This is an optimization exercise on Yosys and OpenROAD, whose aim is small area, a short achievable clock period and few clock cycles per item, not a production implementation. Only simulation tests tie the RTL to the original design; equivalence was not proved.

[constraint.sdc]
create_clock -name core_clock -period 12.0 [get_ports {clk}]
set_input_delay 2.4000 -clock core_clock [delete_from_list [all_inputs] [get_ports {clk}]]
set_output_delay 2.4000 -clock core_clock [all_outputs]
set_load 0.01 [all_outputs]
[config.mk]
export PLATFORM = sky130hd
export DESIGN_NAME = sha256_blk
export DESIGN_NICKNAME = sha256_blk
export VERILOG_FILES = /design/flow/design.v
export SDC_FILE = /design/flow/constraint.sdc
export NUM_CORES = 4
export LEC_CHECK = 0
export CAP_MARGIN = 20
export CORE_MARGIN = 2
export CORE_UTILIZATION = 40
export SLEW_MARGIN = 20
[design.v]
module sha256_blk (
    input  wire         clk,
    input  wire         rst,           
    input  wire         in_valid,
    output wire         in_ready,
    input  wire         in_first,      
    input  wire [511:0] in_block,      
    output reg          out_valid,     
    output wire [255:0] digest         
);
    function [31:0] rotr;
        input [31:0] x;
        input integer n;
        begin
            rotr = (x >> n) | (x << (32 - n));
        end
    endfunction
    localparam [255:0] IV = {32'h6a09e667, 32'hbb67ae85, 32'h3c6ef372, 32'ha54ff53a,
                             32'h510e527f, 32'h9b05688c, 32'h1f83d9ab, 32'h5be0cd19};
    reg         busy;
    reg  [5:0]  t;
    reg  [31:0] H [0:7];           
    reg  [31:0] a, b, c, d, e, f, g, h;
    reg  [31:0] W [0:15];          
    reg         last;              
    assign in_ready = !busy;
    assign digest = {H[0], H[1], H[2], H[3], H[4], H[5], H[6], H[7]};
    reg [31:0] k_t;
    always @(*) begin
        case (t)
            6'd0: k_t = 32'h428a2f98;
            6'd1: k_t = 32'h71374491;
            6'd2: k_t = 32'hb5c0fbcf;
            6'd3: k_t = 32'he9b5dba5;
            6'd4: k_t = 32'h3956c25b;
            6'd5: k_t = 32'h59f111f1;
            6'd6: k_t = 32'h923f82a4;
            6'd7: k_t = 32'hab1c5ed5;
            6'd8: k_t = 32'hd807aa98;
            6'd9: k_t = 32'h12835b01;
            6'd10: k_t = 32'h243185be;
            6'd11: k_t = 32'h550c7dc3;
            6'd12: k_t = 32'h72be5d74;
            6'd13: k_t = 32'h80deb1fe;
            6'd14: k_t = 32'h9bdc06a7;
            6'd15: k_t = 32'hc19bf174;
            6'd16: k_t = 32'he49b69c1;
            6'd17: k_t = 32'hefbe4786;
            6'd18: k_t = 32'h0fc19dc6;
            6'd19: k_t = 32'h240ca1cc;
            6'd20: k_t = 32'h2de92c6f;
            6'd21: k_t = 32'h4a7484aa;
            6'd22: k_t = 32'h5cb0a9dc;
            6'd23: k_t = 32'h76f988da;
            6'd24: k_t = 32'h983e5152;
            6'd25: k_t = 32'ha831c66d;
            6'd26: k_t = 32'hb00327c8;
            6'd27: k_t = 32'hbf597fc7;
            6'd28: k_t = 32'hc6e00bf3;
            6'd29: k_t = 32'hd5a79147;
            6'd30: k_t = 32'h06ca6351;
            6'd31: k_t = 32'h14292967;
            6'd32: k_t = 32'h27b70a85;
            6'd33: k_t = 32'h2e1b2138;
            6'd34: k_t = 32'h4d2c6dfc;
            6'd35: k_t = 32'h53380d13;
            6'd36: k_t = 32'h650a7354;
            6'd37: k_t = 32'h766a0abb;
            6'd38: k_t = 32'h81c2c92e;
            6'd39: k_t = 32'h92722c85;
            6'd40: k_t = 32'ha2bfe8a1;
            6'd41: k_t = 32'ha81a664b;
            6'd42: k_t = 32'hc24b8b70;
            6'd43: k_t = 32'hc76c51a3;
            6'd44: k_t = 32'hd192e819;
            6'd45: k_t = 32'hd6990624;
            6'd46: k_t = 32'hf40e3585;
            6'd47: k_t = 32'h106aa070;
            6'd48: k_t = 32'h19a4c116;
            6'd49: k_t = 32'h1e376c08;
            6'd50: k_t = 32'h2748774c;
            6'd51: k_t = 32'h34b0bcb5;
            6'd52: k_t = 32'h391c0cb3;
            6'd53: k_t = 32'h4ed8aa4a;
            6'd54: k_t = 32'h5b9cca4f;
            6'd55: k_t = 32'h682e6ff3;
            6'd56: k_t = 32'h748f82ee;
            6'd57: k_t = 32'h78a5636f;
            6'd58: k_t = 32'h84c87814;
            6'd59: k_t = 32'h8cc70208;
            6'd60: k_t = 32'h90befffa;
            6'd61: k_t = 32'ha4506ceb;
            6'd62: k_t = 32'hbef9a3f7;
            6'd63: k_t = 32'hc67178f2;
        endcase
    end
    wire [31:0] S1  = rotr(e, 6) ^ rotr(e, 11) ^ rotr(e, 25);
    wire [31:0] ch  = (e & f) ^ (~e & g);
    wire [31:0] S0  = rotr(a, 2) ^ rotr(a, 13) ^ rotr(a, 22);
    wire [31:0] maj = (a & b) ^ (a & c) ^ (b & c);
    wire [31:0] T1  = h + S1 + ch + k_t + W[0];
    wire [31:0] T2  = S0 + maj;
    wire [31:0] s0  = rotr(W[1], 7) ^ rotr(W[1], 18) ^ (W[1] >> 3);
    wire [31:0] s1  = rotr(W[14], 17) ^ rotr(W[14], 19) ^ (W[14] >> 10);
    wire [31:0] Wn  = s1 + W[9] + s0 + W[0];
    integer k;
    always @(posedge clk) begin
        if (rst) begin
            busy      <= 1'b0;
            last      <= 1'b0;
            out_valid <= 1'b0;
        end else begin
            out_valid <= 1'b0;
            if (!busy) begin
                if (in_valid) begin
                    busy <= 1'b1;
                    t    <= 6'd0;
                    for (k = 0; k < 16; k = k + 1)
                        W[k] <= in_block[511 - 32*k -: 32];
                    if (in_first) begin
                        for (k = 0; k < 8; k = k + 1)
                            H[k] <= IV[255 - 32*k -: 32];
                        {a, b, c, d, e, f, g, h} <= IV;
                    end else begin
                        {a, b, c, d, e, f, g, h} <= digest;
                    end
                end
            end else if (last) begin
                H[0] <= H[0] + a;
                H[1] <= H[1] + b;
                H[2] <= H[2] + c;
                H[3] <= H[3] + d;
                H[4] <= H[4] + e;
                H[5] <= H[5] + f;
                H[6] <= H[6] + g;
                H[7] <= H[7] + h;
                last      <= 1'b0;
                busy      <= 1'b0;
                out_valid <= 1'b1;
            end else begin
                h <= g;
                g <= f;
                f <= e;
                e <= d + T1;
                d <= c;
                c <= b;
                b <= a;
                a <= T1 + T2;
                for (k = 0; k < 15; k = k + 1)
                    W[k] <= W[k + 1];
                W[15] <= Wn;
                t <= t + 6'd1;
                if (t == 6'd63)
                    last <= 1'b1;
            end
        end
    end
endmodule
[run.sh]
#!/bin/bash
# synth_recipe.tcl (not shown) runs the flow's synth.tcl, then flattens the netlist and writes it again
# the make line also repeats each setting of config.mk as NAME=value (left out here)
make -C /OpenROAD-flow-scripts/flow DESIGN_CONFIG=/design/flow/config.mk WORK_HOME=/design/flow/orfs CLKGATE_MAP_FILE= SYNTH_SCRIPT=/design/flow/synth_recipe.tcl finish
==> out/results.txt <==
Sequential element share of the synthesized area: 45.4%
Largest net degree at the start of global routing: 197
Initial DRT Pass Iterations: 6
Mapped Cells: 6323
Die ar.: 178000 sq um
Worst hold-check path type: reg2reg
Post-CTS Repair Setup Buffers: 0
Nets: 8086
Slew Viols, Final: 0
Upper clock frequency limit: 124 MHz
Max Cap Viol: 0
Finished Layout Cells: 9425
RSZ-0062 raised after global routing: false
H-tree depth: 4
GRT Residual Overflow: 0
Vias in the first global route: 52088
Starting Density: 40.2%
Commonest non-fill, non-tap cell in the layout: edfxtp_1
Top Registers: W: 512 flops, H: 256 flops
Total core area: 173000 sq um
Synth cell types: 78
Wirelength per Cell: 28.8 um
Critical path type: reg2reg
Crit start category: flop
Final WL: 271000 um
Antenna violations before repair: 40
Final setup vio count: 0
Quantity of gates resized following cts: 0
DR iter-0 viols: 5949
Worst-Skew Late Latency: 0.81 ns
Cell Area, Synth: 69700 sq um
Die X: 421 um
Fill cells: 15904
Top Ports: 774
Placed Area: 79800 sq um
Synth warn: 3
Slew headroom: 25.0%
CTS tree: yes
Input/output buffers: 773
Drt drc: 0
Gr usage total: 29.7%
Async SR Flop Fraction: 0%
Post-CTS Hold Buffers: 0
Worst path arrival time: 8.69 ns
Via density: 5.72
Fin. Hold Viols: 0
Final cell utilization of the core: 48.4%
CP required: 12.63 ns
CP max FO: 6
Period utilisation layout: 67.1%
Mapped Nets: 7423
Antenna violation net count after detailed routing: 0
Vert. Die Dim: 421 um
CTS root buffer: clkbuf_16
Clk sinks: 1065
Total negative slack: 0 ns
First-pass GRT wire length: 380000 um
Crit. End Element: flop
Largest register by flop count: W
Num CTS Buffers: 130
Clock Skews: 0.0337 ns
Reg clk slew, reported paths: 0.06 ns
Final HPWL DP: 211000 um
Mapped Avg Cell Area: 11.0 sq um
Placer Congestion: 1.03
Max clock buf depth: 3
Area grow syn2layout: 20.4%
Post-layout min period: 8.06 ns
Std cell rows: 153
Most frequent cells in the layout: edfxtp_1, clkdlybuf4s50_1, a21oi_1
Main synth FF type: edfxtp_1
Max FFs per register: 512
Run status: timing/DRC/antenna clean
Routed vias: 53925
Dpl cells: 9179
Share of cells above drive strength 1: 10.9%
Fin area: 84000 sq um
Number of synthesized flops with an enable pin: 1030
Slew at the pin with the worst max-slew slack: 1.13 ns
Flops & latches, synth: 1065
-- metrics by stage --
step | worst slack, ns | hold WS (ns)
floorplan | -6.86 | 0.475
global placement | 4.21 | 0.503
detailed placement | 4.14 | 0.515
CTS | 4.09 | 0.523
global route | 3.54 | 0.550
finish | 3.94 | 0.527
-- metal layers --
metal | part of all wire (%) | up-vias | wire, um | global-route usage (%)
li1 | - | 24446 | - | -
met1 | 40 | 26573 | 109000 | 38.3
met2 | 47 | 2415 | 128000 | 48.1
met3 | 8.0 | 451 | 21800 | 6.37
met4 | 4.7 | 40 | 12800 | 13.2
met5 | 0.10 | - | 271 | 0
-- cells in the mapped netlist, types with 8 or more instances --
| library cell | count | share of area (%) |
|---|---|---|
| o221ai_1 | 10 | 0.13 |
| buf_2 | 8 | 0.057 |
| or3_1 | 28 | 0.25 |
| mux2_2 | 521 | 8.4 |
| xnor2_1 | 396 | 5.0 |
| a21o_1 | 166 | 1.8 |
| o21bai_1 | 49 | 0.53 |
| nor3_1 | 90 | 0.65 |
| a32o_1 | 14 | 0.20 |
| dfxtp_1 | 35 | 1.0 |
| a21oi_1 | 634 | 4.6 |
| mux2i_1 | 14 | 0.20 |
| clkbuf_1 | 252 | 1.4 |
| o31ai_1 | 34 | 0.37 |
| o211ai_1 | 34 | 0.37 |
| a211oi_1 | 38 | 0.41 |
| o21ai_0 | 384 | 2.8 |
| and2_1 | 14 | 0.13 |
| nor2b_1 | 36 | 0.32 |
| xor2_1 | 171 | 2.1 |
| ha_1 | 389 | 7.0 |
| nor2_1 | 326 | 1.8 |
| inv_1 | 387 | 2.1 |
| o2111ai_1 | 8 | 0.10 |
| o21a_1 | 28 | 0.30 |
| maj3_1 | 18 | 0.26 |
| a21boi_0 | 20 | 0.22 |
| a311oi_1 | 12 | 0.15 |
| nand4_1 | 26 | 0.23 |
| o22ai_1 | 20 | 0.18 |
| a22o_1 | 39 | 0.49 |
| nand2b_1 | 78 | 0.70 |
| nand3_1 | 79 | 0.57 |
| nor4_1 | 8 | 0.072 |
| a211o_1 | 13 | 0.16 |
| fa_1 | 195 | 5.6 |
| edfxtp_1 | 1030 | 44 |
| o311ai_0 | 9 | 0.11 |
| buf_1 | 23 | 0.12 |
| and3_1 | 26 | 0.23 |
| a221oi_1 | 10 | 0.13 |
| a31oi_1 | 34 | 0.31 |
| or2_2 | 13 | 0.12 |
| nand2_1 | 484 | 2.6 |
-- logic make-up (layout without fill, tap and decap cells) --
kind of cell               Yosys count  count (layout)  share of synthesized area (%)
buffers and inverters              672            1431                           3.63
AOI/OAI and AO/OA                 1645            1645                           14.4
DFF                               1065            1065                           45.4
and+or+nand+nor                   1236            1236                           7.95
other                                0              18                              0
adders and majority gates          602             602                           12.8
muxes                              535             535                           8.62
xor gates and xnor gates           568             568                           7.16
-- worst max-delay path, cell delays in order, from the launching register on --
cell and delay (ns):
edfxtp_1 0.56, xnor2_1 0.22, xnor2_1 0.40, fa_1 0.52, fa_1 0.49, inv_1 0.05
fa_1 0.48, inv_1 0.05, ha_1 0.33, a21o_1 0.18, a21oi_1 0.24, a2bb2oi_1 0.30
nand2_1 0.22, a31oi_1 0.43, fa_1 0.50, ha_1 0.37, a21oi_1 0.34, o21ai_0 0.15
a21oi_1 0.20, o41ai_2 0.15, a21oi_1 0.40, o21ai_0 0.23, a21oi_1 0.30, o211ai_1 0.12
o211ai_1 0.11, xnor3_1 0.40, o21ai_0 0.15
-- path summary, 6_finish.rpt --
kind | cells past startpoint | start | endpoint | slack, ns
worst max-delay path | 26 | e[20] | a[31] | 3.94
worst min-delay path | 2 | last | last | 0.53
worst max register to register | 26 | e[20] | a[31] | 3.94
worst min register to register | 2 | last | last | 0.53
-- layout make-up --
cell class	instances	area [sq um]	share of cell area, %
antenna	18	45.0	0.0536
tap	2325	2910	3.46
sequential	1065	31600	37.7
clock buffer	169	3490	4.16
inverter	389	1470	1.75
multi-input combinational	4586	35700	42.5
timing repair buffer	814	8160	9.72
clock inverter	59	571	0.680
Testbench counts, summed over its fixed seeds: cycles 38,288, blocks 580.

port drivers added, routing unchanged:
How much do the figures lean on ideal ports? The routed layout below was timed once more, with nothing changed but the port constraints.
Step 1: set_driving_cell puts a clkbuf_16 on clk and a buf_2 on each other input, an assumption about the parent block.
Step 2 adds t to the input delays and takes it off the output delays; t is the mean of the earliest and latest rising clock arrival at the registers after step 1. Input paths then give back, and output paths get back, about the clock's delay inside the block.
a / b / c = ideal / step 1 / step 2; a / b = the first two.
t, ns: 0.879
setup WS [ns]: 3.944 / 3.944 / 3.944
clock arrival spread, ns: 0.035 / 0.035
After both steps setup and hold are still met in this run. For this run, drivers alone change the setup slack by 0.000 ns; drivers and shift together by 0.000 ns.
